Background: an optimization exercise with open tools, aiming at small area, a short achievable clock period and few clock cycles per item. Do not read the settings as production practice. Only simulation tests tie the RTL to the original design; equivalence was not proved.

==> 01-28: inputs <==
// ck_unit
module ck_unit (
    input             clk,
    input             rst,
    input      [5:0]  cfg_width,
    input      [31:0] cfg_poly,
    input      [31:0] cfg_init,
    input      [31:0] cfg_xorout,
    input             cfg_refin,
    input             cfg_refout,
    input             in_valid,
    output            in_ready,
    input      [1:0]  in_op,
    input      [5:0]  in_ctx,
    input      [3:0]  in_nbytes,
    input      [63:0] in_data,
    output reg        out_valid,
    output reg [5:0]  out_ctx,
    output reg [31:0] out_value,
    output reg [31:0] out_result,
    output reg        out_err
);
clock: 200.0 ns
lec_check: 0
cap_margin: 20
cell_pad_in_sites_detail_placement: 1
core_margin: 2
core_utilization: 40
place_density: 0.5
slew_margin: 20
synth_hierarchical: 1
synth_minimum_keep_size: 0
standard.sh (not shown) runs the stock make flow with config.mk's settings and CLKGATE_MAP_FILE= SYNTH_SCRIPT=/design/flow/synth_recipe.tcl, a recipe that flattens the netlist after the stock synthesis.
==> flow/flow/run.sh <==
#!/bin/bash
# The standard layout (the standard.sh: ORFS from the standard synthesis
# to the final layout) with changes to how it is made:
#  - buffer_ports buffers every input and output port with buf_2, in place of
#    the slow delay buffer it picks by itself;
#  - clock tree synthesis adds no dummy loads and takes up to 20 flip-flops
#    per leaf buffer.
# make's full output goes to orfs_make.log; ORFS keeps each step's log under
# orfs/logs/.
set -uo pipefail
export BUFFER_PORTS_ARGS="-buffer_cell sky130_fd_sc_hd__buf_2"
export CTS_ARGS="-sink_clustering_enable -repair_clock_nets -dont_use_dummy_load -sink_clustering_size 20 -sink_clustering_max_diameter 100"
bash standard.sh > orfs_make.log 2>&1
status=$?
tail -n 40 orfs_make.log
exit $status
==> 04-05 (differences from 01-28) <==
--- a/flow/design.v
+++ b/flow/design.v
@@ -2490,32 +2490,25 @@
     wire [31:0] mask = 32'hFFFF_FFFF >> sh;
     wire [31:0] p1 = {poly_r[30:0], 1'b0};
     wire [31:0] p3 = poly_r ^ p1;
     reg        s_valid;
     reg [7:0]  row_r, col_r;
-    reg        s_selw;         
-    reg        s_seli;         
-    reg        s_base;         
-    reg        s_err;          
-    reg        s_nofeed;       
+    reg [1:0]  s_op;
     reg [3:0]  s_nb;
     reg [63:0] s_data;
+    reg        s_werr;         
     wire take = in_valid & ~rst;
-    wire in_werr = (in_data[31:0] & ~mask) != 32'd0;    
     always @(posedge clk) begin
         s_valid <= take;
         for (k = 0; k < 8; k = k + 1) begin
             row_r[k] <= take & (in_ctx[5:3] == k);
             col_r[k] <= in_ctx[2:0] == k;
         end
-        s_selw   <= ~rst & (in_op == OP_WRITE) & ~in_werr;
-        s_seli   <= ~rst & ~((in_op == OP_WRITE) & ~in_werr);
-        s_base   <= (in_op == OP_FEED) | ((in_op == OP_WRITE) & in_werr);
-        s_err    <= (in_op == OP_WRITE) & in_werr;
-        s_nofeed <= in_op[1];
+        s_op    <= in_op;
         s_nb    <= in_nbytes;
         s_data  <= in_data;
+        s_werr  <= (in_data[31:0] & ~mask) != 32'd0;
     end
     wire [63:0] sel, seln;
     generate
         for (c = 0; c < 64; c = c + 1) begin : g_sel
             ck_sel2 u (.a(row_r[c / 8]), .b(col_r[c % 8]), .y(sel[c]), .yn(seln[c]));
@@ -2534,13 +2527,15 @@
             ck_rd64 u (.s(sel), .d(col), .y(cur[j]));
         end
     endgenerate
     ck_rd64 u_rdok (.s(sel), .d(ctx_ok), .y(okb));
     wire [31:0] wval = s_data[31:0];
-    wire [31:0] al_in  = s_selw ? wval : (s_seli ? init_r : poly_r);
+    wire        werr = s_werr;
+    wire        is_write = s_op == OP_WRITE;
+    wire [31:0] al_in  = rst_d ? poly_r : ((is_write & ~werr) ? wval : init_r);
     wire [31:0] al_out = al_in << sh;
-    wire        use_cur = okb & s_base;
+    wire        use_cur = okb & ((s_op == OP_FEED) | (is_write & werr));
     wire [31:0] a0 = use_cur ? cur : al_out;
     reg [63:0] dbits;
     always @* begin
         for (k = 0; k < 8; k = k + 1)
             for (i = 0; i < 8; i = i + 1)
@@ -2551,11 +2546,11 @@
     assign g1t[1] = poly_r[30] ^ poly_r[31];
     assign g1t[2] = g1t[0] ^ g1t[1];
     assign ht[0]  = poly_r[27] ^ (poly_r[31] & poly_r[28]);
     assign ht[1]  = poly_r[28] ^ (poly_r[31] & poly_r[29]);
     assign ht[2]  = ht[0] ^ ht[1];
-    wire [3:0] nb = s_nofeed ? 4'd0 : s_nb;
+    wire [3:0] nb = s_op[1] ? 4'd0 : s_nb;
     wire [8:0] nsel;
     generate
         for (j = 0; j < 8; j = j + 1) begin : g_ns
             assign nsel[j] = ~nb[3] & (nb[2:0] == j);
         end
@@ -2569,39 +2564,33 @@
     always @* begin
         for (i = 0; i < 32; i = i + 1)
             a_rev[i] = a_new[31 - i];
     end
     wire [31:0] res = (refout_r ? a_rev : v_new) ^ xor_r;
-    wire rst_dn = ~rst_d;
-    wire [65:0] cfg_in = {cfg_init, cfg_xorout, cfg_refin, cfg_refout};
-    wire [65:0] cfg_q  = {init_r, xor_r, refin_r, refout_r};
-    wire [65:0] cfg_nx;
-    generate
-        for (j = 0; j < 66; j = j + 1) begin : g_cfg
-            ck_hold u (.we(rst_d), .wen(rst_dn), .x(cfg_in[j]), .q(cfg_q[j]), .d(cfg_nx[j]));
-        end
-    endgenerate
     always @(posedge clk) begin
         rst_d <= rst;
         if (rst) begin
             sh_r     <= 5'd0 - cfg_width[4:0];
             poly_r   <= cfg_poly;
+            init_r   <= cfg_init;
+            xor_r    <= cfg_xorout;
+            refin_r  <= cfg_refin;
+            refout_r <= cfg_refout;
         end else if (rst_d) begin
             poly_r   <= al_out;
         end
-        {init_r, xor_r, refin_r, refout_r} <= cfg_nx;
     end
     generate
         for (c = 0; c < 64; c = c + 1) begin : g_ctx
             wire [31:0] nxt;
             for (j = 0; j < 32; j = j + 1) begin : g_b
                 ck_hold u (.we(sel[c]), .wen(seln[c]), .x(a_new[j]), .q(ctx_val[c][j]),
                            .d(nxt[j]));
             end
             always @(posedge clk) begin
                 ctx_val[c] <= nxt;
-                if (rst_d)
+                if (rst)
                     ctx_ok[c] <= 1'b0;
                 else if (sel[c])
                     ctx_ok[c] <= 1'b1;
             end
         end
@@ -2617,8 +2606,8 @@
         out_ctx[3] <= row_r[1] | row_r[3] | row_r[5] | row_r[7];
         out_ctx[4] <= row_r[2] | row_r[3] | row_r[6] | row_r[7];
         out_ctx[5] <= row_r[4] | row_r[5] | row_r[6] | row_r[7];
         out_value  <= v_new;
         out_result <= res;
-        out_err    <= s_err;
+        out_err    <= is_write & werr;
     end
 endmodule
==> flow/run.sh (new file) <==
#!/bin/bash
# synth_recipe.tcl (not shown) runs the flow's synth.tcl, then flattens the netlist and writes it again
# the make line also repeats each setting of config.mk as NAME=value (left out here)
make -C /OpenROAD-flow-scripts/flow DESIGN_CONFIG=/design/flow/config.mk WORK_HOME=/design/flow/orfs CLKGATE_MAP_FILE= SYNTH_SCRIPT=/design/flow/synth_recipe.tcl finish
removed: flow/flow/run.sh
removed: flow/standard.sh
==> 07-14 (differences from 01-28) <==
--- a/flow/design.v
+++ b/flow/design.v
@@ -2490,32 +2490,25 @@
     wire [31:0] mask = 32'hFFFF_FFFF >> sh;
     wire [31:0] p1 = {poly_r[30:0], 1'b0};
     wire [31:0] p3 = poly_r ^ p1;
     reg        s_valid;
     reg [7:0]  row_r, col_r;
-    reg        s_selw;         
-    reg        s_seli;         
-    reg        s_base;         
-    reg        s_err;          
-    reg        s_nofeed;       
+    reg [1:0]  s_op;
     reg [3:0]  s_nb;
     reg [63:0] s_data;
+    reg        s_werr;         
     wire take = in_valid & ~rst;
-    wire in_werr = (in_data[31:0] & ~mask) != 32'd0;    
     always @(posedge clk) begin
         s_valid <= take;
         for (k = 0; k < 8; k = k + 1) begin
             row_r[k] <= take & (in_ctx[5:3] == k);
             col_r[k] <= in_ctx[2:0] == k;
         end
-        s_selw   <= ~rst & (in_op == OP_WRITE) & ~in_werr;
-        s_seli   <= ~rst & ~((in_op == OP_WRITE) & ~in_werr);
-        s_base   <= (in_op == OP_FEED) | ((in_op == OP_WRITE) & in_werr);
-        s_err    <= (in_op == OP_WRITE) & in_werr;
-        s_nofeed <= in_op[1];
+        s_op    <= in_op;
         s_nb    <= in_nbytes;
         s_data  <= in_data;
+        s_werr  <= (in_data[31:0] & ~mask) != 32'd0;
     end
     wire [63:0] sel, seln;
     generate
         for (c = 0; c < 64; c = c + 1) begin : g_sel
             ck_sel2 u (.a(row_r[c / 8]), .b(col_r[c % 8]), .y(sel[c]), .yn(seln[c]));
@@ -2534,13 +2527,15 @@
             ck_rd64 u (.s(sel), .d(col), .y(cur[j]));
         end
     endgenerate
     ck_rd64 u_rdok (.s(sel), .d(ctx_ok), .y(okb));
     wire [31:0] wval = s_data[31:0];
-    wire [31:0] al_in  = s_selw ? wval : (s_seli ? init_r : poly_r);
+    wire        werr = s_werr;
+    wire        is_write = s_op == OP_WRITE;
+    wire [31:0] al_in  = rst_d ? poly_r : ((is_write & ~werr) ? wval : init_r);
     wire [31:0] al_out = al_in << sh;
-    wire        use_cur = okb & s_base;
+    wire        use_cur = okb & ((s_op == OP_FEED) | (is_write & werr));
     wire [31:0] a0 = use_cur ? cur : al_out;
     reg [63:0] dbits;
     always @* begin
         for (k = 0; k < 8; k = k + 1)
             for (i = 0; i < 8; i = i + 1)
@@ -2551,11 +2546,11 @@
     assign g1t[1] = poly_r[30] ^ poly_r[31];
     assign g1t[2] = g1t[0] ^ g1t[1];
     assign ht[0]  = poly_r[27] ^ (poly_r[31] & poly_r[28]);
     assign ht[1]  = poly_r[28] ^ (poly_r[31] & poly_r[29]);
     assign ht[2]  = ht[0] ^ ht[1];
-    wire [3:0] nb = s_nofeed ? 4'd0 : s_nb;
+    wire [3:0] nb = s_op[1] ? 4'd0 : s_nb;
     wire [8:0] nsel;
     generate
         for (j = 0; j < 8; j = j + 1) begin : g_ns
             assign nsel[j] = ~nb[3] & (nb[2:0] == j);
         end
@@ -2569,39 +2564,33 @@
     always @* begin
         for (i = 0; i < 32; i = i + 1)
             a_rev[i] = a_new[31 - i];
     end
     wire [31:0] res = (refout_r ? a_rev : v_new) ^ xor_r;
-    wire rst_dn = ~rst_d;
-    wire [65:0] cfg_in = {cfg_init, cfg_xorout, cfg_refin, cfg_refout};
-    wire [65:0] cfg_q  = {init_r, xor_r, refin_r, refout_r};
-    wire [65:0] cfg_nx;
-    generate
-        for (j = 0; j < 66; j = j + 1) begin : g_cfg
-            ck_hold u (.we(rst_d), .wen(rst_dn), .x(cfg_in[j]), .q(cfg_q[j]), .d(cfg_nx[j]));
-        end
-    endgenerate
     always @(posedge clk) begin
         rst_d <= rst;
         if (rst) begin
             sh_r     <= 5'd0 - cfg_width[4:0];
             poly_r   <= cfg_poly;
+            init_r   <= cfg_init;
+            xor_r    <= cfg_xorout;
+            refin_r  <= cfg_refin;
+            refout_r <= cfg_refout;
         end else if (rst_d) begin
             poly_r   <= al_out;
         end
-        {init_r, xor_r, refin_r, refout_r} <= cfg_nx;
     end
     generate
         for (c = 0; c < 64; c = c + 1) begin : g_ctx
             wire [31:0] nxt;
             for (j = 0; j < 32; j = j + 1) begin : g_b
                 ck_hold u (.we(sel[c]), .wen(seln[c]), .x(a_new[j]), .q(ctx_val[c][j]),
                            .d(nxt[j]));
             end
             always @(posedge clk) begin
                 ctx_val[c] <= nxt;
-                if (rst_d)
+                if (rst)
                     ctx_ok[c] <= 1'b0;
                 else if (sel[c])
                     ctx_ok[c] <= 1'b1;
             end
         end
@@ -2617,8 +2606,8 @@
         out_ctx[3] <= row_r[1] | row_r[3] | row_r[5] | row_r[7];
         out_ctx[4] <= row_r[2] | row_r[3] | row_r[6] | row_r[7];
         out_ctx[5] <= row_r[4] | row_r[5] | row_r[6] | row_r[7];
         out_value  <= v_new;
         out_result <= res;
-        out_err    <= s_err;
+        out_err    <= is_write & werr;
     end
 endmodule
==> flow/run.sh (new file) <==
#!/bin/bash
# synth_recipe.tcl (not shown) runs the flow's synth.tcl, then flattens the netlist and writes it again
# the make line also repeats each setting of config.mk as NAME=value (left out here)
make -C /OpenROAD-flow-scripts/flow DESIGN_CONFIG=/design/flow/config.mk WORK_HOME=/design/flow/orfs CLKGATE_MAP_FILE= SYNTH_SCRIPT=/design/flow/synth_recipe.tcl finish
==> flow/config.mk (replaced) <==
export PLATFORM = sky130hd
export DESIGN_NAME = ck_unit
export DESIGN_NICKNAME = ck_unit
export VERILOG_FILES = /design/flow/design.v
export SDC_FILE = /design/flow/constraint.sdc
export NUM_CORES = 8
export LEC_CHECK = 0
export CAP_MARGIN = 20
export CORE_MARGIN = 2
export CORE_UTILIZATION = 45
export PLACE_DENSITY = 0.6
export SLEW_MARGIN = 20
export SYNTH_HIERARCHICAL = 1
export SYNTH_MINIMUM_KEEP_SIZE = 0
removed: flow/flow/run.sh
removed: flow/standard.sh
==> comparison <==
07-14 completed without violations. 01-28 went through all stages and came out clean. 04-05 finished clean.
The highest final cell count belongs to 04-05, the lowest to 07-14.
The highest final area belongs to 04-05, the lowest to 01-28.
Of 07-14 and 01-28, 07-14 has the higher clock skew (gap 15 ps).
Maximum frequency is about the same in 07-14 and 04-05.
In 01-28 the sequential cell count is higher than in 04-05, by 2.
In 04-05 the hold slack is lower than in 07-14, by 9.3 ps.
In 01-28 the synthesized area is higher than in 04-05, by about 0.26%.
Against 07-14, the wire length of 04-05 is larger by 7.6%.
Testbench counts of 01-28, summed over its fixed seeds: cycles 20,608, bytes 152,413.
Testbench counts of 04-05, summed over its fixed seeds: cycles 20,608, bytes 152,413.
Testbench counts of 07-14, summed over its fixed seeds: cycles 20,608, bytes 152,413.

## re-timing with driven ports
No port has a modelled driver above. Below, the same layouts with a new extraction and two added sets of constraints. Step 1 assumes that a clkbuf_16 drives the clock port and a buf_2 every other input. Step 2 moves the port delays by t, midway between the first and last clock arrival at a register: inputs arrive t later, outputs are due t later. That takes back most of the time a late clock gives input paths. a / b / c = no drivers / after step 1 / after step 2; a / b = the first two.
run | shift t [ns] | slack for setup (ns) | clock arrival spread, ns | pins driven straight from the clock port
01-28 | 0.927 | 158.242 / 158.300 / 157.372 | 0.113 / 0.113 | 1
04-05 | 0.976 | 158.138 / 158.037 / 157.456 | 0.093 / 0.092 | 1
07-14 | 0.986 | 158.083 / 157.986 / 157.523 | 0.127 / 0.127 | 1
After both steps setup and hold are still met in every run listed. For 01-28, which loses most, drivers alone change the setup slack by +0.058 ns; drivers and shift together by -0.870 ns.
